From an optimization exercise on the open Yosys and OpenROAD flow, aimed at small area and a short achievable clock period; shortcuts taken in it are not production practice. Where RTL was checked, it was by simulation tests only, not by an equivalence proof against the original. No functional check of the RTL was part of run 1. Power is estimated from default activity; no workload was simulated.

==> flow/design.v <==
module zasyn_rx (
    input  wire        clk,
    input  wire        rst,           
    input  wire [1:0]  pol_mode,      
    input  wire        in_valid,
    input  wire [1:0]  in_hdr,        
    input  wire [63:0] in_data,       
    output reg         o_valid,
    output reg  [1:0]  o_kind,        
    output reg  [63:0] o_data,
    output wire [9:0]  o_row,
    output wire [6:0]  o_blk,
    output reg         o_hdr_err,
    output reg         o_bip_valid,
    output reg  [4:0]  o_bip_errs,
    output reg         frame_lock,
    output reg         lom,
    output reg         pol_inv,
    output wire [6:0]  exp_mfi,
    output wire [6:0]  exp_sfi,
    output wire [2:0]  cand_cnt,
    output wire [15:0] cnt_missing,
    output wire [15:0] cnt_moves,
    output wire [15:0] cnt_ignored,
    output wire [15:0] cnt_disagree,
    output wire [15:0] cnt_hdr_err,
    output wire [15:0] cnt_bip
);
    localparam [13:0] SM_BROKEN = {7'd127, 7'd0};    
    localparam [31:0] FAB_HEAD  = 32'h3CA65BC3;       
    localparam [63:0] TI0 = 64'hA0215C0C00000000;
    localparam [63:0] TI1 = 64'h34848B1100000000;
    localparam [63:0] TI2 = 64'h4143B81800000000;
    localparam [63:0] TI3 = 64'h601F340400000000;
    localparam [63:0] TI4 = 64'h6808172300000000;
    localparam [63:0] TI5 = 64'hD0102E4600000000;
    localparam [63:0] TI6 = 64'h02FBA02100000000;
    localparam [63:0] TI7 = 64'h06A47E0200000000;
    localparam [7:0]  TK_N = 8'h77;
    localparam [7:0]  TK_I = 8'h79;
    function [13:0] mf_next;
        input [13:0] sm;    
        begin
            if (sm[6:0] == 7'd127)
                mf_next = {(sm[13:7] == 7'd124) ? 7'd0 : sm[13:7] + 7'd1, 7'd0};
            else
                mf_next = {sm[13:7], sm[6:0] + 7'd1};
        end
    endfunction
    function [2:0] pc4;
        input [3:0] x;
        begin
            case (x)
                4'b0000:                                     pc4 = 3'd0;
                4'b0001, 4'b0010, 4'b0100, 4'b1000:          pc4 = 3'd1;
                4'b0111, 4'b1011, 4'b1101, 4'b1110:          pc4 = 3'd3;
                4'b1111:                                     pc4 = 3'd4;
                default:                                     pc4 = 3'd2;
            endcase
        end
    endfunction
    function tag_ok;
        input [7:0] t;
        begin
            case (t[5:4])
                2'b00:   tag_ok = (t[7:6] == 2'd0);
                2'b01:   tag_ok = !t[7];
                2'b10:   tag_ok = 1'b1;
                default: tag_ok = 1'b0;
            endcase
        end
    endfunction
    reg  [57:0] q;
    wire [63:0] dsc;
    wire [57:0] q_nx;
    genvar gi;
    generate
        for (gi = 0; gi < 64; gi = gi + 1) begin : g_dsc
            if (gi < 39)
                assign dsc[gi] = in_data[gi] ^ q[gi];
            else if (gi < 58)
                assign dsc[gi] = in_data[gi] ^ in_data[gi-39] ^ q[gi];
            else
                assign dsc[gi] = in_data[gi] ^ in_data[gi-39] ^ in_data[gi-58];
        end
        for (gi = 0; gi < 58; gi = gi + 1) begin : g_q
            if (gi < 39)
                assign q_nx[gi] = in_data[6+gi] ^ in_data[25+gi];
            else
                assign q_nx[gi] = in_data[6+gi];
        end
    endgenerate
    wire [63:0] e;
    generate
        for (gi = 0; gi < 64; gi = gi + 1) begin : g_e
            if (gi < 32 || gi == 39)
                assign e[gi] = 1'b0;
            else if (gi < 39)
                assign e[gi] = in_data[gi] ^ q[gi];
            else if (gi < 58)
                assign e[gi] = in_data[gi] ^ q[gi] ^ q[gi-39] ^ FAB_HEAD[gi-39];
            else
                assign e[gi] = in_data[gi] ^ q[gi-39] ^ q[gi-58] ^
                               FAB_HEAD[gi-39] ^ FAB_HEAD[gi-58];
        end
    endgenerate
    wire [7:0] tsyn = {^(e & TI7), ^(e & TI6), ^(e & TI5), ^(e & TI4),
                       ^(e & TI3), ^(e & TI2), ^(e & TI1), ^(e & TI0)};
    wire fab_any = !(in_data[39] ^ q[39] ^ q[0] ^ FAB_HEAD[0]) &&
                   (e[47:40] <= 8'd124) && tag_ok(e[55:48]);
    wire pat_n = (dsc[31:0] == FAB_HEAD) && (tsyn == TK_N);
    wire pat_i = (dsc[31:0] == ~FAB_HEAD) && (tsyn == TK_I);
    wire hdr_c = in_hdr == 2'b10;
    wire hdr_d = in_hdr == 2'b01;
    wire fab   = fab_any && ((hdr_c && pat_n) || (hdr_d && pat_i));
    wire fform = in_hdr[0];            
    reg [16:0] bc;                     
    reg [3:0]  c_v;
    reg [16:0] c_pos [0:3];
    reg [3:0]  c_form;                 
    reg [3:0]  c_f;                    
    reg [13:0] r0;
    reg [13:0] r1;
    reg [15:0] r2;
    reg [15:0] r3;
    reg [9:0]  row;                    
    reg [6:0]  blk;
    reg [1:0]  miss_run;
    reg [1:0]  dis_run;
    reg        prev_ok;
    reg        bip_prev_ok;
    reg [15:0] a_missing, a_moves, a_ignored, a_disagree, a_hdr_err, a_bip;
    reg        e_missing, e_moves, e_ignored, e_disagree;
    assign o_row = row;
    assign o_blk = blk;
    assign {exp_sfi, exp_mfi} = r0;
    assign cand_cnt = {2'b00, c_v[0]} + {2'b00, c_v[1]} +
                      {2'b00, c_v[2]} + {2'b00, c_v[3]};
    assign cnt_missing  = a_missing  + {15'd0, e_missing};
    assign cnt_moves    = a_moves    + {15'd0, e_moves};
    assign cnt_ignored  = a_ignored  + {15'd0, e_ignored};
    assign cnt_disagree = a_disagree + {15'd0, e_disagree};
    assign cnt_hdr_err  = a_hdr_err  + {15'd0, o_valid && o_kind == 2'd1 && o_hdr_err};
    assign cnt_bip      = a_bip      + {11'd0, o_bip_errs & {5{o_bip_valid}}};
    wire auto_pol = pol_mode[1] == pol_mode[0];
    wire allow    = fform ? ((pol_mode == 2'd2) || (auto_pol && (!frame_lock ||  pol_inv)))
                          : ((pol_mode == 2'd1) || (auto_pol && (!frame_lock || !pol_inv)));
    wire       blk_wrap = (blk == 7'd96);
    wire       row_wrap = (row == 10'd999);
    wire [6:0] nblk     = blk_wrap ? 7'd0 : blk + 7'd1;
    wire [9:0] nrow     = blk_wrap ? (row_wrap ? 10'd0 : row + 10'd1) : row;
    wire       at_lock  = frame_lock && row_wrap && blk_wrap;
    wire       at_bip   = blk_wrap && (row == 10'd0);
    wire       lk_fab   = fab && (fform == pol_inv);
    wire [1:0] lk_hdr   = in_hdr ^ {2{pol_inv}};
    wire [3:0] hit;
    generate
        for (gi = 0; gi < 4; gi = gi + 1) begin : g_hit
            assign hit[gi] = c_v[gi] && (c_pos[gi] == bc);
        end
    endgenerate
    wire [3:0] fsel = {c_v[2:0] == 3'b111 && !c_v[3], c_v[1:0] == 2'b11 && !c_v[2],
                       c_v[0] && !c_v[1], !c_v[0]};
    wire hit_any  = |hit;
    wire free_any = !(&c_v);
    wire h_form   = |(hit & c_form);
    wire h_f      = |(hit & c_f);
    wire h_ok     = fab && (fform == h_form);
    wire h_take   = hit_any && h_ok && h_f;           
    wire h_lock   = h_take && !frame_lock;
    wire h_move   = h_take &&  frame_lock;
    wire start    = fab && allow && !hit_any && !at_lock;
    wire        psel  = frame_lock ? pol_inv : (hit_any ? h_form : fform);
    wire [13:0] wsm   = {e[46:40], dsc[38:32] ^ {7{psel}}};
    wire [13:0] wnx   = mf_next(wsm);
    wire [13:0] exp_next = mf_next(r0);
    wire [13:0] cmp_a = ({14{frame_lock}} & exp_next) |
                        ({14{!frame_lock && hit[0]}} & r0) |
                        ({14{!frame_lock && hit[1]}} & r1) |
                        ({14{!frame_lock && hit[2]}} & r2[13:0]) |
                        ({14{!frame_lock && hit[3]}} & r3[13:0]);
    wire        match_a = (wsm == cmp_a);
    wire        h_cons  = match_a;
    wire        agree   = match_a;
    wire        lom_clr = prev_ok && (wsm == r1);
    wire        lof      = at_lock && !lk_fab && (miss_run == 2'd3);
    wire        miss_evt = at_lock && !lk_fab;
    wire [15:0] blk_bip = {dsc[7:0],   dsc[15:8]}  ^ {dsc[23:16], dsc[31:24]} ^
                          {dsc[39:32], dsc[47:40]} ^ {dsc[55:48], dsc[63:56]};
    wire [15:0] bip_diff = r3 ^ {dsc[15:8], dsc[23:16]};
    wire [2:0]  pc_0 = pc4(bip_diff[3:0]);
    wire [2:0]  pc_1 = pc4(bip_diff[7:4]);
    wire [2:0]  pc_2 = pc4(bip_diff[11:8]);
    wire [2:0]  pc_3 = pc4(bip_diff[15:12]);
    wire [4:0]  bip_pop = ({2'b00, pc_0} + {2'b00, pc_1}) + ({2'b00, pc_2} + {2'b00, pc_3});
    wire oh_good = (lk_hdr == 2'b10) && (dsc[7:0] == (pol_inv ? 8'h69 : 8'h96));
    wire [13:0] c_wr = (hit_any && !h_cons) ? SM_BROKEN : wnx;
    always @(posedge clk) begin
        o_data     <= dsc ^ {64{psel}};
        o_hdr_err  <= (lk_hdr != 2'b01);
        o_bip_errs <= bip_pop;
        if (h_take)
            o_kind <= 2'd2;
        else if (frame_lock && !lof) begin
            if (!blk_wrap)
                o_kind <= 2'd1;
            else if (row_wrap)
                o_kind <= lk_fab ? 2'd2 : 2'd3;
            else
                o_kind <= oh_good ? 2'd2 : 2'd3;
        end else
            o_kind <= 2'd0;
    end
    integer k;
    always @(posedge clk) begin
        if (in_valid) begin
            for (k = 0; k < 4; k = k + 1) begin
                if (!c_v[k]) begin
                    c_pos[k]  <= bc;
                    c_form[k] <= fform;
                end
                c_f[k] <= miss_evt || (hit[k] && h_ok && !frame_lock) ||
                          (c_f[k] && !h_move && !(start && fsel[k]));
            end
            row <= h_take ? 10'd0 : nrow;
            blk <= h_take ? 7'd0  : nblk;
            if (h_take) begin
                pol_inv     <= h_form;
                miss_run    <= 2'd0;
                dis_run     <= 2'd0;
                prev_ok     <= 1'b1;
                bip_prev_ok <= 1'b0;
                r0          <= wsm;
                r1          <= wnx;
                r2          <= {16{h_form}};
            end else if (frame_lock) begin
                if (at_lock) begin
                    r3          <= r2;
                    bip_prev_ok <= 1'b1;
                    r2          <= {16{pol_inv}};
                    prev_ok     <= lk_fab;
                    if (!lk_fab) begin
                        miss_run <= miss_run + 2'd1;
                        r0       <= exp_next;
                    end else begin
                        miss_run <= 2'd0;
                        r1       <= wnx;
                        if (lom && lom_clr)
                            r0 <= wsm;
                        else
                            r0 <= exp_next;
                        if (!lom) begin
                            if (agree || dis_run == 2'd2)
                                dis_run <= 2'd0;
                            else
                                dis_run <= dis_run + 2'd1;
                        end else if (lom_clr) begin
                            dis_run <= 2'd0;
                        end
                    end
                end else if (!blk_wrap) begin
                    r2 <= r2 ^ blk_bip;
                end
            end else begin
                if (!c_v[0] || hit[0]) r0       <= c_wr;
                if (!c_v[1] || hit[1]) r1       <= c_wr;
                if (!c_v[2] || hit[2]) r2[13:0] <= c_wr;
                if (!c_v[3] || hit[3]) r3[13:0] <= c_wr;
            end
        end
    end
    always @(posedge clk) begin
        if (rst) begin
            q           <= 58'd0;
            bc          <= 17'd0;
            c_v         <= 4'd0;
            frame_lock  <= 1'b0;
            lom         <= 1'b0;
            o_valid     <= 1'b0;
            o_bip_valid <= 1'b0;
            e_missing   <= 1'b0;
            e_moves     <= 1'b0;
            e_ignored   <= 1'b0;
            e_disagree  <= 1'b0;
            a_missing   <= 16'd0;
            a_moves     <= 16'd0;
            a_ignored   <= 16'd0;
            a_disagree  <= 16'd0;
            a_hdr_err   <= 16'd0;
            a_bip       <= 16'd0;
        end else begin
            o_valid     <= in_valid;
            o_bip_valid <= in_valid && frame_lock && !h_take && at_bip && oh_good && bip_prev_ok;
            e_missing   <= in_valid && miss_evt;
            e_moves     <= in_valid && h_move;
            e_ignored   <= in_valid && start && !free_any;
            e_disagree  <= in_valid && at_lock && lk_fab && !agree;
            a_missing   <= cnt_missing;
            a_moves     <= cnt_moves;
            a_ignored   <= cnt_ignored;
            a_disagree  <= cnt_disagree;
            a_hdr_err   <= cnt_hdr_err;
            a_bip       <= cnt_bip;
            if (in_valid) begin
                q  <= q_nx;
                bc <= (bc == 17'd96999) ? 17'd0 : bc + 17'd1;
                if (h_lock || lof)
                    c_v <= 4'd0;
                else
                    for (k = 0; k < 4; k = k + 1)
                        if (hit[k])
                            c_v[k] <= h_ok && !c_f[k];
                        else if (start && fsel[k])
                            c_v[k] <= 1'b1;
                if (h_take)
                    frame_lock <= 1'b1;
                else if (lof)
                    frame_lock <= 1'b0;
                if (h_lock)
                    lom <= !h_cons;
                else if (lof)
                    lom <= 1'b0;
                else if (at_lock && lk_fab) begin
                    if (!lom && !agree && dis_run == 2'd2)
                        lom <= 1'b1;
                    else if (lom && lom_clr)
                        lom <= 1'b0;
                end
            end
        end
    end
endmodule
==> flow/flow/run.sh <==
#!/bin/bash
# Layout flow: the standard flow (standard.sh, standard synthesis) with
# every port buffered by sky130_fd_sc_hd__buf_1 instead of the buffer
# buffer_ports picks by default. The make output goes to flow_make.log here;
# ORFS's own per-step logs are under orfs/logs/.
set -euo pipefail
bash standard.sh "BUFFER_PORTS_ARGS=-buffer_cell sky130_fd_sc_hd__buf_1" finish > flow_make.log 2>&1
==> flow/standard.sh <==
#!/bin/bash
# synth_recipe.tcl (not shown) runs the flow's synth.tcl, then flattens the netlist and writes it again
# the make line also repeats each setting of config.mk as NAME=value (left out here)
make -C /OpenROAD-flow-scripts/flow DESIGN_CONFIG=/design/flow/config.mk WORK_HOME=/design/flow/orfs CLKGATE_MAP_FILE= SYNTH_SCRIPT=/design/flow/synth_recipe.tcl "${@:-finish}"
==> flow/config.mk <==
export PLATFORM = sky130hd
export DESIGN_NAME = zasyn_rx
export DESIGN_NICKNAME = zasyn_rx
export VERILOG_FILES = /design/flow/design.v
export SDC_FILE = /design/flow/constraint.sdc
export NUM_CORES = 4
export LEC_CHECK = 0
export CAP_MARGIN = 20
export CORE_MARGIN = 2
export CORE_UTILIZATION = 60
export CTS_CLUSTER_DIAMETER = 80
export CTS_CLUSTER_SIZE = 25
export PLACE_DENSITY = 0.75
export SETUP_SLACK_MARGIN = 5
export SLEW_MARGIN = 20
==> flow/constraint.sdc <==
create_clock -name core_clock -period 10.0 [get_ports {clk}]
set_input_delay 2.0000 -clock core_clock [delete_from_list [all_inputs] [get_ports {clk}]]
set_output_delay 2.0000 -clock core_clock [all_outputs]
set_load 0.01 [all_outputs]
==> results of run 1 <==
[cell usage in the layout (no fill, tap or decap), types with 9 or more instances in the layout]
cell type,n
a21o_1,10
xor2_1,130
buf_6,15
a22oi_1,9
nor2b_1,101
nor4_1,15
xnor3_1,20
o21ai_1,13
o21ai_2,9
clkbuf_16,26
buf_4,76
nand2_1,114
nor2_1,169
o31ai_1,9
inv_1,57
nor2_2,12
a21oi_1,42
xnor2_4,11
xnor2_1,387
xor2_2,15
xnor2_2,11
and3_1,38
nand3_1,73
mux2i_1,24
and2_1,11
nor3_1,35
o211ai_1,17
a211oi_1,44
o21ai_0,36
dfxtp_1,252
buf_1,261
ha_1,47
edfxtp_1,160
nand4_1,57
and4_1,9
[cell type report]
| cell class | instances | share of cell area (%) |
|---|---|---|
| diodes | 1 | 0.00917 |
| clock buffers | 32 | 2.47 |
| clock inverters | 14 | 0.734 |
| inverters | 66 | 0.922 |
| multi-input cells | 1695 | 49.7 |
| flip-flops and latches | 415 | 36.3 |
| well taps | 511 | 2.34 |
| repair buffers | 379 | 7.52 |
[metal layers]
metal / vias up / global-route usage [%] / part of all wire (%)
met3: 250 / 6.82 / 11
met4: 6 / 14.3 / 4.9
met1: 8909 / 46.7 / 39
li1: 8505 / - / -
met5: - / 0 / 0.058
met2: 1111 / 54.0 / 45
[worst paths after layout]
check	startpoint	to	slack, ns	depth (start not counted)
setup / recovery	in_data[22]	r0[3]	4.67	13
hold / removal	q[29]	q[29]	0.50	2
setup reg to reg	bc[6]	r2[0]	4.99	14
hold reg to reg	q[29]	q[29]	0.50	2
[kinds of logic (layout without fill, tap and decap cells)]
| group | Yosys count | in the layout |
|---|---|---|
| and+or+nand+nor | 719 | 723 |
| other | 0 | 1 |
| buffers and inverters | 172 | 491 |
| muxes | 28 | 28 |
| adders and majority gates | 61 | 61 |
| xor gates and xnor gates | 589 | 589 |
| AOI/OAI and AO/OA | 294 | 294 |
| DFF | 415 | 415 |
[repair_timing]
| action | 4_1_cts | 5_1_grt |
|---|---|---|
| gates resized for setup | 103 | 106 |
| pin swaps | 35 | 46 |
| buffers inserted | 47 | 30 |
| endpoints found under the setup margin | 179 | 177 |
| gates cloned | 4 | 1 |
[power by group]
| part | switching [W] | internal, W |
|---|---|---|
| clock network | 0.000645 | 0.000537 |
| registers | 0.000123 | 0.00190 |
| logic | 0.000810 | 0.000658 |
| total | 0.00158 | 0.00310 |
[flip-flops by register name, indices dropped and copies added (netlist names), 17 cells and up]
name,cells
q,58
c_pos,68
o_data,64
bc,17
[critical path: stages]
cell	delay [ns]
buf_1	0.34
xor2_2	0.42
nand4_1	0.13
or4_1	0.57
nor4_2	0.50
nand4_1	0.15
a211o_1	0.37
buf_6	0.14
a211o_4	0.35
buf_12	0.15
buf_6	0.12
a21oi_4	0.24
buf_12	0.17
[stage by stage]
step	cell area (sq um)	utilization (%)	std cells
final	27300	72.3	3113
after global routing	27300	72.3	3113
after CTS	26500	70.3	3081
after detailed placement	24700	65.4	2984
after global placement	24700	65.4	2984
after floorplan	23300	-	2278
==> metrics.md, run 1 <==
| Metric | Value |
|---|---|
| Share of cells above drive strength 1 | `a little over an eighth` |
| Most frequent cells after synthesis | `xnor2_1 (403), dfxtp_1 (255), nor2_1 (189)` |
| Most common cell in the netlist | `xnor2_1` |
| Final Worst Setup Slack | `4.67 ns` |
| Hold_ws | `0.504 ns` |
| Skew-Pair Late Insertion Delay | `0.59 ns` |
| Crit Path Class | `in -> reg` |
| Synth area leader | `dfxtp_1` |
| Post-Route WL | `between 70,000 and 80,000 um` |
| # H-tree levels | `1` |
| Row Count | `71` |
| First-pass GRT wire length | `104,000 um` |
| Outcome | `timing/DRC/antenna clean` |
| Top cells by area, synth | `dfxtp_1 (22%), edfxtp_1 (21%), xnor2_1 (15%)` |
| Worst slew pin tran | `1.22 ns` |
| Period utilization | `53.3%` |
| Max cap viols | `0` |
| Setup TNS | `0 ns` |
| Setup WS pre-CTS | `3.08 ns` |
| Sequential fraction of the synthesis area | `43.1%` |
| Largest family of logic cells by synthesized area | `XOR/XNOR gates` |
| Fillers | `2,808` |
| Routed Antenna Nets | `0` |
| DRC | `0` |
| Total CTS buffers | `25` |
| Hold_buf cts | `0` |
| CTS tree | `yes` |
| CTS root buffer | `clkbuf_16` |
| Final min period | `5.33 ns` |
| Placer congestion estimate | `~1.1` |
| Worst-case vdd ir drop | `141 uV` |
| Pleak | `10.2 nW` |
| CP max FO | `7` |
| Layout Skew | `0.0310 ns` |
| Synth top area share | `~22%` |
| FF/Latch Area | `around 9900 sq um` |
| Wire per inst | `22.8 um` |
| IO Pins | `278` |
| I/O Buffers | `277` |
| Clock transition at path regs | `around 0.1 ns` |
| CTS max path bufs | `3` |
| Clock sinks | `415` |
| Synthesized area | `around 23,000 sq um` |
| Pwr dens | `between 150 and 200 nW/um^2` |
| Unrepaired setup endpoints after global routing | `true` |
| Crit path capture type | `flop` |
| Initial Utilization | `61.0%` |
| Number of synthesized flops with an enable pin | `160` |
| Relative slew margins | `between 10% and 20%` |
| Worst setup SP type | `primary input` |
| Vias | `roughly 19,000` |
| Avg Synthesized Cell Area | `10.1 sq um` |
| GRT Total Usage | `34.4%` |
| Multiplexer share of the synthesized area | `1.24%` |
| Final setup viols | `0` |
| Slew Viols, Final | `0` |
| Post-synthesis xor/xnor area fraction | `24.5%` |
| Final Hold Viols | `0` |
| DP Wirelength | `52,700 um` |
| Predominant post-synthesis flop cell | `dfxtp_1` |
| Vias per inst | `about 6.0` |
| Ys Warns | `2` |
| Layout Nets | `around 2,700` |
| Worst min path class | `reg -> reg` |
| Die Width | `approximately 200 um` |
| Max Freq | `0.187 GHz` |
| Post-synth ARST share | `0%` |
| CP required | `10.31 ns` |
| Grt ovf | `0` |
| Unique cell type count in the Yosys netlist | `83` |
| Post-synthesis simple-gate area fraction | `between 10% and 20%` |
| Vias in the first global route | `about 18,000` |
| Vert. Die Dim | `200 um` |
| Total core area | `37,800 sq um` |
| Syn-to-layout area delta | `18.6%` |
| Gate Count Post-Synth | `2,278` |
| Drt first pass iters | `6` |
| #FFs+latches synth | `415` |
| Multi-input logic area | `13,600 sq um` |
| Compound-cell area share of the yosys netlist | `about 8.7%` |
| Die area | `39,900 sq um` |
| Iteration-0 DRC Markers | `1,823` |
| Initial antenna violation count | `4` |
| CP arrival | `5.64 ns` |
| Synth Area in Adders | `3.57%` |
| Power, Total | `0.00468 W` |
| Largest net degree at the start of global routing | `101` |
| Syn Nets | `2,409` |
==> inputs of run 2 (changes only) <==
--- a/flow/design.v
+++ b/flow/design.v
@@ -29,15 +29,23 @@
     localparam [13:0] SM_BROKEN = {7'd127, 7'd0};    
     localparam [31:0] FAB_HEAD  = 32'h3CA65BC3;       
     localparam [63:0] TI0 = 64'hA0215C0C00000000;
+    localparam [57:0] TQ0 = 58'h0215C0C01404290;
     localparam [63:0] TI1 = 64'h34848B1100000000;
+    localparam [57:0] TQ1 = 58'h0848B110069091B;
     localparam [63:0] TI2 = 64'h4143B81800000000;
+    localparam [57:0] TQ2 = 58'h143B81800828760;
     localparam [63:0] TI3 = 64'h601F340400000000;
+    localparam [57:0] TQ3 = 58'h01F340400C03E70;
     localparam [63:0] TI4 = 64'h6808172300000000;
+    localparam [57:0] TQ4 = 58'h008172300D01034;
     localparam [63:0] TI5 = 64'hD0102E4600000000;
+    localparam [57:0] TQ5 = 58'h0102E4601A02068;
     localparam [63:0] TI6 = 64'h02FBA02100000000;
+    localparam [57:0] TQ6 = 58'h2FBA0210005F740;
     localparam [63:0] TI7 = 64'h06A47E0200000000;
-    localparam [7:0]  TK_N = 8'h77;
-    localparam [7:0]  TK_I = 8'h79;
+    localparam [57:0] TQ7 = 58'h2A47E02000D48FD;
+    localparam [7:0]  TK_N = 8'h58;
+    localparam [7:0]  TK_I = 8'h56;
     function [13:0] mf_next;
         input [13:0] sm;    
         begin
@@ -90,29 +98,21 @@
                 assign q_nx[gi] = in_data[6+gi];
         end
     endgenerate
-    wire [63:0] e;
-    generate
-        for (gi = 0; gi < 64; gi = gi + 1) begin : g_e
-            if (gi < 32 || gi == 39)
-                assign e[gi] = 1'b0;
-            else if (gi < 39)
-                assign e[gi] = in_data[gi] ^ q[gi];
-            else if (gi < 58)
-                assign e[gi] = in_data[gi] ^ q[gi] ^ q[gi-39] ^ FAB_HEAD[gi-39];
-            else
-                assign e[gi] = in_data[gi] ^ q[gi-39] ^ q[gi-58] ^
-                               FAB_HEAD[gi-39] ^ FAB_HEAD[gi-58];
-        end
-    endgenerate
-    wire [7:0] tsyn = {^(e & TI7), ^(e & TI6), ^(e & TI5), ^(e & TI4),
-                       ^(e & TI3), ^(e & TI2), ^(e & TI1), ^(e & TI0)};
-    wire fab_any = !(in_data[39] ^ q[39] ^ q[0] ^ FAB_HEAD[0]) &&
-                   (e[47:40] <= 8'd124) && tag_ok(e[55:48]);
-    wire pat_n = (dsc[31:0] == FAB_HEAD) && (tsyn == TK_N);
-    wire pat_i = (dsc[31:0] == ~FAB_HEAD) && (tsyn == TK_I);
+    wire [7:0] tsyn = {^(in_data & TI7) ^ ^(q & TQ7),
+                       ^(in_data & TI6) ^ ^(q & TQ6),
+                       ^(in_data & TI5) ^ ^(q & TQ5),
+                       ^(in_data & TI4) ^ ^(q & TQ4),
+                       ^(in_data & TI3) ^ ^(q & TQ3),
+                       ^(in_data & TI2) ^ ^(q & TQ2),
+                       ^(in_data & TI1) ^ ^(q & TQ1),
+                       ^(in_data & TI0) ^ ^(q & TQ0)};
+    wire pat_n = (dsc[31:0] == FAB_HEAD) && !dsc[39] &&
+                 (dsc[47:40] <= 8'd124) && tag_ok(dsc[55:48]) && (tsyn == TK_N);
+    wire pat_i = (dsc[31:0] == ~FAB_HEAD) && dsc[39] &&
+                 (~dsc[47:40] <= 8'd124) && tag_ok(~dsc[55:48]) && (tsyn == TK_I);
     wire hdr_c = in_hdr == 2'b10;
     wire hdr_d = in_hdr == 2'b01;
-    wire fab   = fab_any && ((hdr_c && pat_n) || (hdr_d && pat_i));
+    wire fab   = (hdr_c && pat_n) || (hdr_d && pat_i);
     wire fform = in_hdr[0];            
     reg [16:0] bc;                     
     reg [3:0]  c_v;
@@ -124,15 +124,19 @@
     reg [15:0] r2;
     reg [15:0] r3;
     reg [9:0]  row;                    
-    reg [6:0]  blk;
+    reg [6:0]  blk;                    
+    reg        jt;                     
     reg [1:0]  miss_run;
     reg [1:0]  dis_run;
     reg        prev_ok;
     reg        bip_prev_ok;
-    reg [15:0] a_missing, a_moves, a_ignored, a_disagree, a_hdr_err, a_bip;
+    reg [15:0] a_missing, a_moves, a_ignored, a_disagree, a_hdr_err;
     reg        e_missing, e_moves, e_ignored, e_disagree;
-    assign o_row = row;
-    assign o_blk = blk;
+    reg [15:0] a_bip;
+    wire [9:0] e_row = row & {10{!jt}};
+    wire [6:0] e_blk = blk & {7{!jt}};
+    assign o_row = e_row;
+    assign o_blk = e_blk;
     assign {exp_sfi, exp_mfi} = r0;
     assign cand_cnt = {2'b00, c_v[0]} + {2'b00, c_v[1]} +
                       {2'b00, c_v[2]} + {2'b00, c_v[3]};
@@ -145,12 +149,12 @@
     wire auto_pol = pol_mode[1] == pol_mode[0];
     wire allow    = fform ? ((pol_mode == 2'd2) || (auto_pol && (!frame_lock ||  pol_inv)))
                           : ((pol_mode == 2'd1) || (auto_pol && (!frame_lock || !pol_inv)));
-    wire       blk_wrap = (blk == 7'd96);
-    wire       row_wrap = (row == 10'd999);
-    wire [6:0] nblk     = blk_wrap ? 7'd0 : blk + 7'd1;
-    wire [9:0] nrow     = blk_wrap ? (row_wrap ? 10'd0 : row + 10'd1) : row;
+    wire       blk_wrap = (e_blk == 7'd96);
+    wire       row_wrap = (e_row == 10'd999);
+    wire [6:0] nblk     = blk_wrap ? 7'd0 : e_blk + 7'd1;
+    wire [9:0] nrow     = blk_wrap ? (row_wrap ? 10'd0 : e_row + 10'd1) : e_row;
     wire       at_lock  = frame_lock && row_wrap && blk_wrap;
-    wire       at_bip   = blk_wrap && (row == 10'd0);
+    wire       at_bip   = blk_wrap && (e_row == 10'd0);
     wire       lk_fab   = fab && (fform == pol_inv);
     wire [1:0] lk_hdr   = in_hdr ^ {2{pol_inv}};
     wire [3:0] hit;
@@ -171,7 +175,7 @@
     wire h_move   = h_take &&  frame_lock;
     wire start    = fab && allow && !hit_any && !at_lock;
     wire        psel  = frame_lock ? pol_inv : (hit_any ? h_form : fform);
-    wire [13:0] wsm   = {e[46:40], dsc[38:32] ^ {7{psel}}};
+    wire [13:0] wsm   = {dsc[46:40], dsc[38:32]} ^ {14{psel}};
     wire [13:0] wnx   = mf_next(wsm);
     wire [13:0] exp_next = mf_next(r0);
     wire [13:0] cmp_a = ({14{frame_lock}} & exp_next) |
@@ -193,6 +197,7 @@
     wire [2:0]  pc_2 = pc4(bip_diff[11:8]);
     wire [2:0]  pc_3 = pc4(bip_diff[15:12]);
     wire [4:0]  bip_pop = ({2'b00, pc_0} + {2'b00, pc_1}) + ({2'b00, pc_2} + {2'b00, pc_3});
+    wire        bip_chk = frame_lock && !h_take && at_bip && oh_good && bip_prev_ok;
     wire oh_good = (lk_hdr == 2'b10) && (dsc[7:0] == (pol_inv ? 8'h69 : 8'h96));
     wire [13:0] c_wr = (hit_any && !h_cons) ? SM_BROKEN : wnx;
     always @(posedge clk) begin
@@ -214,6 +219,9 @@
     integer k;
     always @(posedge clk) begin
         if (in_valid) begin
+            jt  <= h_take;
+            row <= nrow;
+            blk <= nblk;
             for (k = 0; k < 4; k = k + 1) begin
                 if (!c_v[k]) begin
                     c_pos[k]  <= bc;
@@ -222,33 +230,33 @@
                 c_f[k] <= miss_evt || (hit[k] && h_ok && !frame_lock) ||
                           (c_f[k] && !h_move && !(start && fsel[k]));
             end
-            row <= h_take ? 10'd0 : nrow;
-            blk <= h_take ? 7'd0  : nblk;
-            if (h_take) begin
-                pol_inv     <= h_form;
-                miss_run    <= 2'd0;
-                dis_run     <= 2'd0;
-                prev_ok     <= 1'b1;
-                bip_prev_ok <= 1'b0;
-                r0          <= wsm;
-                r1          <= wnx;
-                r2          <= {16{h_form}};
-            end else if (frame_lock) begin
-                if (at_lock) begin
+            if (h_take)
+                pol_inv <= h_form;
+            if (h_take)
+                r0 <= wsm;
+            else if (frame_lock) begin
+                if (at_lock)
+                    r0 <= (lk_fab && lom && lom_clr) ? wsm : exp_next;
+            end else if (!c_v[0] || hit[0])
+                r0 <= c_wr;
+            if (frame_lock) begin
+                if (jt) begin
+                    miss_run    <= 2'd0;
+                    dis_run     <= 2'd0;
+                    prev_ok     <= 1'b1;
+                    bip_prev_ok <= 1'b0;
+                    r1          <= exp_next;
+                    r2          <= {16{pol_inv}} ^ blk_bip;
+                end else if (at_lock) begin
+                    r1          <= wnx;           
                     r3          <= r2;
                     bip_prev_ok <= 1'b1;
                     r2          <= {16{pol_inv}};
                     prev_ok     <= lk_fab;
                     if (!lk_fab) begin
                         miss_run <= miss_run + 2'd1;
-                        r0       <= exp_next;
                     end else begin
                         miss_run <= 2'd0;
-                        r1       <= wnx;
-                        if (lom && lom_clr)
-                            r0 <= wsm;
-                        else
-                            r0 <= exp_next;
                         if (!lom) begin
                             if (agree || dis_run == 2'd2)
                                 dis_run <= 2'd0;
@@ -262,7 +270,6 @@
                     r2 <= r2 ^ blk_bip;
                 end
             end else begin
-                if (!c_v[0] || hit[0]) r0       <= c_wr;
                 if (!c_v[1] || hit[1]) r1       <= c_wr;
                 if (!c_v[2] || hit[2]) r2[13:0] <= c_wr;
                 if (!c_v[3] || hit[3]) r3[13:0] <= c_wr;
@@ -290,7 +297,7 @@
             a_bip       <= 16'd0;
         end else begin
             o_valid     <= in_valid;
-            o_bip_valid <= in_valid && frame_lock && !h_take && at_bip && oh_good && bip_prev_ok;
+            o_bip_valid <= in_valid && bip_chk;
             e_missing   <= in_valid && miss_evt;
             e_moves     <= in_valid && h_move;
             e_ignored   <= in_valid && start && !free_any;
--- a/flow/config.mk
+++ b/flow/config.mk
@@ -5,11 +5,11 @@
 export SDC_FILE = /design/flow/constraint.sdc
 export NUM_CORES = 4
 export LEC_CHECK = 0
-export CAP_MARGIN = 20
+export CAP_MARGIN = 0
 export CORE_MARGIN = 2
 export CORE_UTILIZATION = 60
 export CTS_CLUSTER_DIAMETER = 80
 export CTS_CLUSTER_SIZE = 25
 export PLACE_DENSITY = 0.75
 export SETUP_SLACK_MARGIN = 5
-export SLEW_MARGIN = 20
+export SLEW_MARGIN = 0
==> run 2 against run 1 <==
Clock-buffer cell count decreased by 2. Global-route usage decreased by 1.2 points. Synthesized cell count increased by 4.7%. Largest cell class unchanged.
==> metrics.md, run 2 <==
| Metric | Value |
|---|---|
| Skew-Pair Late Insertion Delay | `approximately 0.58 ns` |
| Cell Chain, Critical Path | `buf_8 -> xnor2_4 -> xnor3_2 -> buf_6 -> xnor2_4 -> xnor3_1 -> nor3_2 -> o2111ai_2 -> a221oi_4 -> buf_6 -> buf_6 -> nand2_8 -> a31oi_4 -> buf_12 -> or2_4 -> o21ai_2 -> a22oi_1 -> o21ai_1` |
| Synthesized area | `23,300 sq um` |
| Period utilization | `48.9%` |
| Syn Nets | `2,507` |
| Synth area leader | `dfxtp_1` |
| Clock transition at path regs | `about 0.090 ns` |
| Grt ovf | `0` |
| Reg power frac | `44.5%` |
| CTS max path bufs | `3` |
| Worst setup SP type | `primary input` |
| Max Freq | `0.204 GHz` |
| Final std cells w/o fill | `between 3,000 and 4,000` |
| # H-tree levels | `1` |
| CP max FO | `6` |
| Crit-path leading delay family | `XOR/XNOR gates` |
| IO Pins | `278` |
| Reg2Reg Setup Slack | `5.20 ns` |
| Setup TNS | `0 ns` |
| Top cells by area, synth | `dfxtp_1 (22%), edfxtp_1 (21%), xnor2_1 (15%)` |
| Total CTS buffers | `23` |
| Top reg by flops | `c_pos` |
| Pint | `roughly 0.0030 W` |
| Pleak | `10.2 nW` |
| Worst slew pin tran | `0.994 ns` |
| Vias in the first global route | `17,800` |
| Ant. Diodes | `0` |
| Ys Warns | `2` |
| Die Width | `201 um` |
| FF/Latch Area | `9960 sq um` |
| CP required | `10.32 ns` |
| Routed Antenna Nets | `0` |
| Layout Skew | `0.0431 ns` |
| Final min period | `4.90 ns` |
| Wire per inst | `22.0 um` |
| Outcome | `timing/DRC/antenna clean` |
| Final setup viols | `0` |
| Worst-case vdd ir drop | `141 uV` |
| Most frequent cells after synthesis | `xnor2_1 (407), dfxtp_1 (255), nor2_1 (198)` |
| Avg Synthesized Cell Area | `between 9 and 10 sq um` |
| Switch Pwr | `about 0.0015 W` |
| Unrepaired setup endpoints after global routing | `true` |
| Drt first pass iters | `6` |
| Synth top area share | `21.9%` |
| Worst R2R End | `r3[1]` |
| Commonest non-fill, non-tap cell in the layout | `xnor2_1` |
| Max reg flops | `68` |
| Biggest regs | `c_pos (68), o_data (64), q (58)` |
| Sequential fraction of the synthesis area | `42.6%` |
| Unique cell type count in the Yosys netlist | `86` |
| Most frequent cells in the layout | `xnor2_1 (368), dfxtp_1 (244), buf_1 (238), nor2_1 (189), edfxtp_1 (161)` |
| Die area | `about 40,000 sq um` |
| Placer congestion estimate | `0.988` |
| Final Worst Setup Slack | `around 5 ns` |
| Crit-path max cell delay | `between 0.4 and 0.5 ns` |
| Most common cell in the netlist | `xnor2_1` |
| Setup WS pre-CTS | `3.66 ns` |
| #FFs+latches synth | `416` |
| CP arrival | `5.21 ns` |
| Initial antenna violation count | `0` |
| Iteration-0 DRC Markers | `2,184` |
| Sw Share | `33.8%` |
| CTS root buffer | `clkbuf_16` |
| GRT Total Usage | `33.2%` |
| Crit Path Class | `in -> reg` |
| Predominant post-synthesis flop cell | `dfxtp_1` |
| Slew Viols, Final | `0` |
| Multi-input logic area | `between 10,000 and 15,000 sq um` |
| Pwr dens | `170 nW/um^2` |
| Path depth of the worst reg2reg path | `14` |
| R2R Path Start | `r0[1]` |
| Layout Nets | `2,776` |
| CP startpoint | `in_data[49]` |
| Vert. Die Dim | `roughly 200 um` |
| Final Hold Viols | `0` |
| Share of cells above drive strength 1 | `10.5%` |
| Number of synthesized flops with an enable pin | `161` |
| CTS tree | `yes` |
| DP Wirelength | `51,800 um` |
| Fillers | `2,993` |
| Post-synth ARST share | `0%` |
| Power, Total | `0.00458 W` |
| Relative slew margins | `33.8%` |
| Syn-to-layout area delta | `15.4%` |
| Gate Count Post-Synth | `2,384` |
| Clock sinks | `between 400 and 500` |
| Largest net degree at the start of global routing | `86` |
| Post-Route WL | `around 70,000 um` |
| Vias per inst | `roughly 6.0` |
| Crit path capture type | `flop` |
| First-pass GRT wire length | `between 100,000 and 150,000 um` |
| Total core area | `38,600 sq um` |
| Worst path slowest cell | `xnor3_2` |
| Hold_buf cts | `0` |
| Buf/Inv on CP | `5` |
| Most used cell, CP | `buf_6` |
| Gate power share | `between 30% and 40%` |
| Cell count along the critical path | `18` |
| I/O Buffers | `around 280` |
| Initial Utilization | `60.5%` |
| Max cap viols | `0` |
| Post-Place Cells | `3,100` |
| Row Count | `72` |
| Crit path to | `r0[4]` |
| Vias | `between 15,000 and 20,000` |
| Worst min path class | `reg -> reg` |
| Clock power frac | `23.4%` |
| DRC | `0` |
run 2: changes by cell type in the layout (fill, tap and decap cells not counted), moves of 14 or more:
cell	before	now
xnor2_1	387	368
nand2_1	114	141
o21ai_0	36	72
nand3_1	73	88
inv_1	57	74
a21oi_1	42	69
nor2_1	169	189
nor2b_1	101	122
buf_2	8	22
buf_1	261	238
run 2: stage by stage:
step                area (sq um)  utilization (%)  hold WS, ns
floorplan                  23400                -        0.448
global placement           24800             64.4        0.471
detailed placement         24800             64.4        0.479
CTS                        26200             68.0        0.504
global route               26900             69.8        0.524
finish                     26900             69.8        0.506
run 2: power by group through the flow:
stage	Sequential, W	Clock [W]	Combinational, W
after floorplan	0.00205	0	0.000915
after global placement	0.00206	0	0.00129
after detailed placement	0.00206	0	0.00131
after CTS	0.00203	0.00109	0.00141
after global routing	0.00205	0.00114	0.00159
final	0.00204	0.00107	0.00147
run 2: area by class of cell:
| cell class | instances | area share [%] |
|---|---|---|
| Clock buffer | 30 | 2.31 |
| Clock inverter | 10 | 0.423 |
| Inverter | 75 | 1.05 |
| Multi-Input combinational cell | 1787 | 50.4 |
| Sequential cell | 416 | 37.0 |
| Tap cell | 518 | 2.41 |
| Timing Repair Buffer | 350 | 6.39 |
run 2: how the worst min path moves through the flow:
| stage | start | endpoint | slack (ns) | cells past startpoint |
|---|---|---|---|---|
| 3_5_place_dp | r2[15] | r3[15] | 0.48 | 0 |
| 5_1_grt | r2[15] | r3[15] | 0.52 | 0 |
| 3_3_place_gp | r2[14] | r3[14] | 0.47 | 0 |
| 4_1_cts | q[30] | q[30] | 0.50 | 2 |
| 2_1_floorplan | r2[15] | r3[15] | 0.45 | 0 |
| 6_report | q[38] | q[38] | 0.51 | 2 |
run 2: what timing repair did:
item                       4_1_cts  5_1_grt
gates resized for setup         83      114
setup buffers                   24       21
pin swaps                       20       40
setup endpoints to repair       70       68
cloned                           0        1
run 2: kinds of logic after synthesis:
logic type / Yosys count / share of synthesized area, %
muxes: 25 / 1.07
DFF: 416 / 42.6
AOI/OAI and AO/OA: 342 / 9.68
adders and majority gates: 53 / 3.09
xor gates and xnor gates: 570 / 23.0
buffers and inverters: 182 / 3.14
and+or+nand+nor: 796 / 17.4
run 2: per-layer routing:
layer / vias to the layer above / wire, um / part of all wire [%] / track usage [%]
met2: 979 / 31600 / 45 / 52.4
met1: 9192 / 28900 / 41 / 46.7
met4: 0 / 2750 / 3.9 / 10.5
met3: 168 / 6820 / 9.7 / 5.80
li1: 8770 / - / - / -
met5: - / 0 / 0 / 0
run 2: tightest hold or removal path: cells and delay by family (launching register included):
family          cells  cell delay [ns]
compound gates      1             0.05
simple gates        1             0.08
flops               1             0.33
==> inputs of run 3 (changes only) <==
--- a/flow/config.mk
+++ b/flow/config.mk
@@ -5,11 +5,11 @@
 export SDC_FILE = /design/flow/constraint.sdc
 export NUM_CORES = 4
 export LEC_CHECK = 0
-export CAP_MARGIN = 0
+export CAP_MARGIN = 20
 export CORE_MARGIN = 2
 export CORE_UTILIZATION = 60
 export CTS_CLUSTER_DIAMETER = 80
 export CTS_CLUSTER_SIZE = 25
 export PLACE_DENSITY = 0.75
 export SETUP_SLACK_MARGIN = 5
-export SLEW_MARGIN = 0
+export SLEW_MARGIN = 20
==> run 3 against run 2 <==
Highest routed layer unchanged. First-iteration DRC count is the same. Still clean. Clock-buffer cell count did not move. Largest power group unchanged. Worst setup slack unchanged.
==> metrics.md, run 3 <==
| Metric | Value |
|---|---|
| Vias per inst | `6.00` |
| Multi-input logic area | `13,600 sq um` |
| Clock power frac | `23.4%` |
| CP required | `about 10 ns` |
| Ys Warns | `2` |
| # H-tree levels | `1` |
| Skew-Pair Late Insertion Delay | `roughly 0.58 ns` |
| First-pass GRT wire length | `between 100,000 and 150,000 um` |
| DP Wirelength | `51,800 um` |
| Syn Nets | `approximately 2,500` |
| Crit path capture type | `flop` |
| Reg power frac | `44.5%` |
| Total CTS buffers | `23` |
| Placer congestion estimate | `0.988` |
| Unrepaired setup endpoints after global routing | `true` |
| DRC | `0` |
| FF/Latch Area | `9960 sq um` |
| Crit Path Class | `in -> reg` |
| Die area | `40,500 sq um` |
| Power, Total | `0.00458 W` |
| Most frequent cells after synthesis | `xnor2_1 (407), dfxtp_1 (255), nor2_1 (198)` |
| Row Count | `72` |
| Max Freq | `just over 0.2 GHz` |
| Post-Place Cells | `slightly above 3,000` |
| Worst slew pin tran | `slightly below 1 ns` |
| Total core area | `38,600 sq um` |
| Post-Route WL | `70,000 um` |
| Util after Layout | `a little over two thirds` |
| Setup TNS | `0 ns` |
| Commonest non-fill, non-tap cell in the layout | `xnor2_1` |
| Layout Nets | `2,776` |
| Top reg by flops | `c_pos` |
| Max reg flops | `around 70` |
| Vert. Die Dim | `201 um` |
| Final min period | `4.90 ns` |
| Pwr dens | `170 nW/um^2` |
| CTS max path bufs | `3` |
| Post-synth ARST share | `0%` |
| Switch Pwr | `0.00155 W` |
| Final Hold Viols | `0` |
| Syn-to-layout area delta | `15.4%` |
| CTS tree | `yes` |
| Wire per inst | `22.0 um` |
| Unique cell type count in the Yosys netlist | `between 80 and 90` |
| IO Pins | `roughly 280` |
| Gate Count Post-Synth | `about 2,400` |
| Largest net degree at the start of global routing | `86` |
| Top cells by area, synth | `dfxtp_1 (22%), edfxtp_1 (21%), xnor2_1 (15%)` |
| GRT Total Usage | `33.2%` |
| Most frequent cells in the layout | `xnor2_1 (368), dfxtp_1 (244), buf_1 (238), nor2_1 (189), edfxtp_1 (161)` |
| Placement Cell Area | `24,800 sq um` |
| Synthesized area | `23,300 sq um` |
| Vias | `19,100` |
| Routed Antenna Nets | `0` |
| CP max FO | `6` |
| Predominant post-synthesis flop cell | `dfxtp_1` |
| Vias in the first global route | `around 18,000` |
| Final instance area | `roughly 27,000 sq um` |
| Sequential fraction of the synthesis area | `42.6%` |
| Relative slew margins | `approximately 34%` |
| Synth area leader | `dfxtp_1` |
| Die Width | `201 um` |
| Grt ovf | `0` |
| Sw Share | `roughly a third` |
| Layout Skew | `0.0431 ns` |
| Slew Viols, Final | `0` |
| Clock sinks | `about 420` |
| Outcome | `timing/DRC/antenna clean` |
| Biggest regs | `c_pos (68), o_data (64), q (58)` |
| Worst setup SP type | `primary input` |
| Max cap viols | `0` |
| CP arrival | `5.21 ns` |
| Drt first pass iters | `6` |
| Avg Synthesized Cell Area | `9.79 sq um` |
| Pint | `between 0.003 and 0.004 W` |
| Synth top area share | `21.9%` |
| Share of cells above drive strength 1 | `10.5%` |
| Worst-case vdd ir drop | `141 uV` |
| Period utilization | `a little under 50%` |
| Final setup viols | `0` |
| Initial antenna violation count | `0` |
| Final std cells w/o fill | `3,186` |
| Iteration-0 DRC Markers | `between 2,000 and 2,500` |
| Most common cell in the netlist | `xnor2_1` |
| Number of synthesized flops with an enable pin | `161` |
| Worst min path class | `reg -> reg` |
| #FFs+latches synth | `between 400 and 500` |
| Ant. Diodes | `0` |
| CTS root buffer | `clkbuf_16` |
| Fillers | `2,993` |
| Initial Utilization | `between 60% and 70%` |
| Gate power share | `32.1%` |
| Clock transition at path regs | `0.09 ns` |
| Hold_buf cts | `0` |
| Pleak | `10.2 nW` |
| I/O Buffers | `about 280` |
## run 3: cell counts in the layout (fill, tap and decap cells not counted)
No cell type changed its count.
## run 3: logic make-up (layout without fill, tap and decap cells)
kind of cell	after synthesis	after routing	share of synthesized area, %
DFF	416	416	42.6
buffers and inverters	182	465	3.14
AOI/OAI and AO/OA	342	343	9.68
xor gates and xnor gates	570	570	23.0
and+or+nand+nor	796	796	17.4
muxes	25	25	1.07
adders and majority gates	53	53	3.09
## run 3: per-stage QoR
step           hold slack [ns]  worst slack (ns)
6_report                 0.506              5.11
5_1_grt                  0.524              4.95
4_1_cts                  0.504              5.01
3_5_place_dp             0.479              3.66
3_3_place_gp             0.471              3.75
2_1_floorplan            0.448              5.01
## run 3: final timing paths
path	depth (start not counted)	end	slack (ns)	from
setup / recovery	18	r0[4]	5.11	in_data[49]
hold / removal	2	q[38]	0.51	q[38]
setup reg to reg	14	r3[1]	5.20	r0[1]
hold reg to reg	2	q[38]	0.51	q[38]
## run 3: layout make-up
| cell class | count | share of cell area (%) |
|---|---|---|
| multi-input combinational | 1787 | 50.4 |
| sequential | 416 | 37.0 |
| timing repair buffer | 350 | 6.39 |
| tap | 518 | 2.41 |
| clock buffer | 30 | 2.31 |
| inverter | 75 | 1.05 |
| clock inverter | 10 | 0.423 |
## run 3: power by group through the flow
stage	clock [W]	combinational (W)	sequential, W
final	0.00107	0.00147	0.00204
after floorplan	0	0.000915	0.00205
after detailed placement	0	0.00131	0.00206
after global placement	0	0.00129	0.00206
after global routing	0.00114	0.00159	0.00205
after CTS	0.00109	0.00141	0.00203
## run 3: critical path, stage by stage
cell	delay [ns]
buf_8	0.11
xnor2_4	0.19
xnor3_2	0.48
buf_6	0.15
xnor2_4	0.16
xnor3_1	0.29
nor3_2	0.23
o2111ai_2	0.17
a221oi_4	0.30
buf_6	0.16
buf_6	0.12
nand2_8	0.05
a31oi_4	0.20
buf_12	0.16
or2_4	0.14
o21ai_2	0.05
a22oi_1	0.16
o21ai_1	0.08
## run 3: routing by layer
layer	vias up	global-route usage, %	wire, um
met5	-	0	0
met4	0	10.5	2750
met3	168	5.80	6820
met2	979	52.4	31600
met1	9192	46.7	28900
li1	8770	-	-
## run 3: repair_timing
action,CTS,global route
gates cloned,0,1
buffers inserted,24,21
endpoints found under the hold margin,0,0
pin swaps,20,40
endpoints found under the setup margin,70,68
gates resized for setup,83,114

afterwards: timing with drivers on the ports:
How much do the figures lean on ideal ports? The routed layouts below were timed once more, with nothing changed but the port constraints. Step 1: set_driving_cell puts a clkbuf_16 on clk and a buf_2 on each other input, an assumption about the parent block. Step 2, shift: input delay + t, output delay - t, t = (earliest + latest rising clock arrival at the registers) / 2. This alone moves slack from input paths to output paths. Three values: ideal, step 1, step 2; two values: the first two.
| run | t, ns | setup WS [ns] | hold slack, ns | cell pins on the clock port's net |
|---|---|---|---|---|
| run 1 | 0.631 | 4.666 / 4.685 / 4.054 | 0.504 / 0.504 / 0.504 | 1 |
| run 2 | 0.619 | 5.105 / 5.084 / 4.501 | 0.506 / 0.506 / 0.506 | 1 |
| run 3 | 0.619 | 5.105 / 5.084 / 4.501 | 0.506 / 0.506 / 0.506 | 1 |
After both steps setup and hold are still met in every run listed. The setup slack of run 1, which loses most, moves by +0.019 ns with the drivers and by -0.612 ns with both steps.
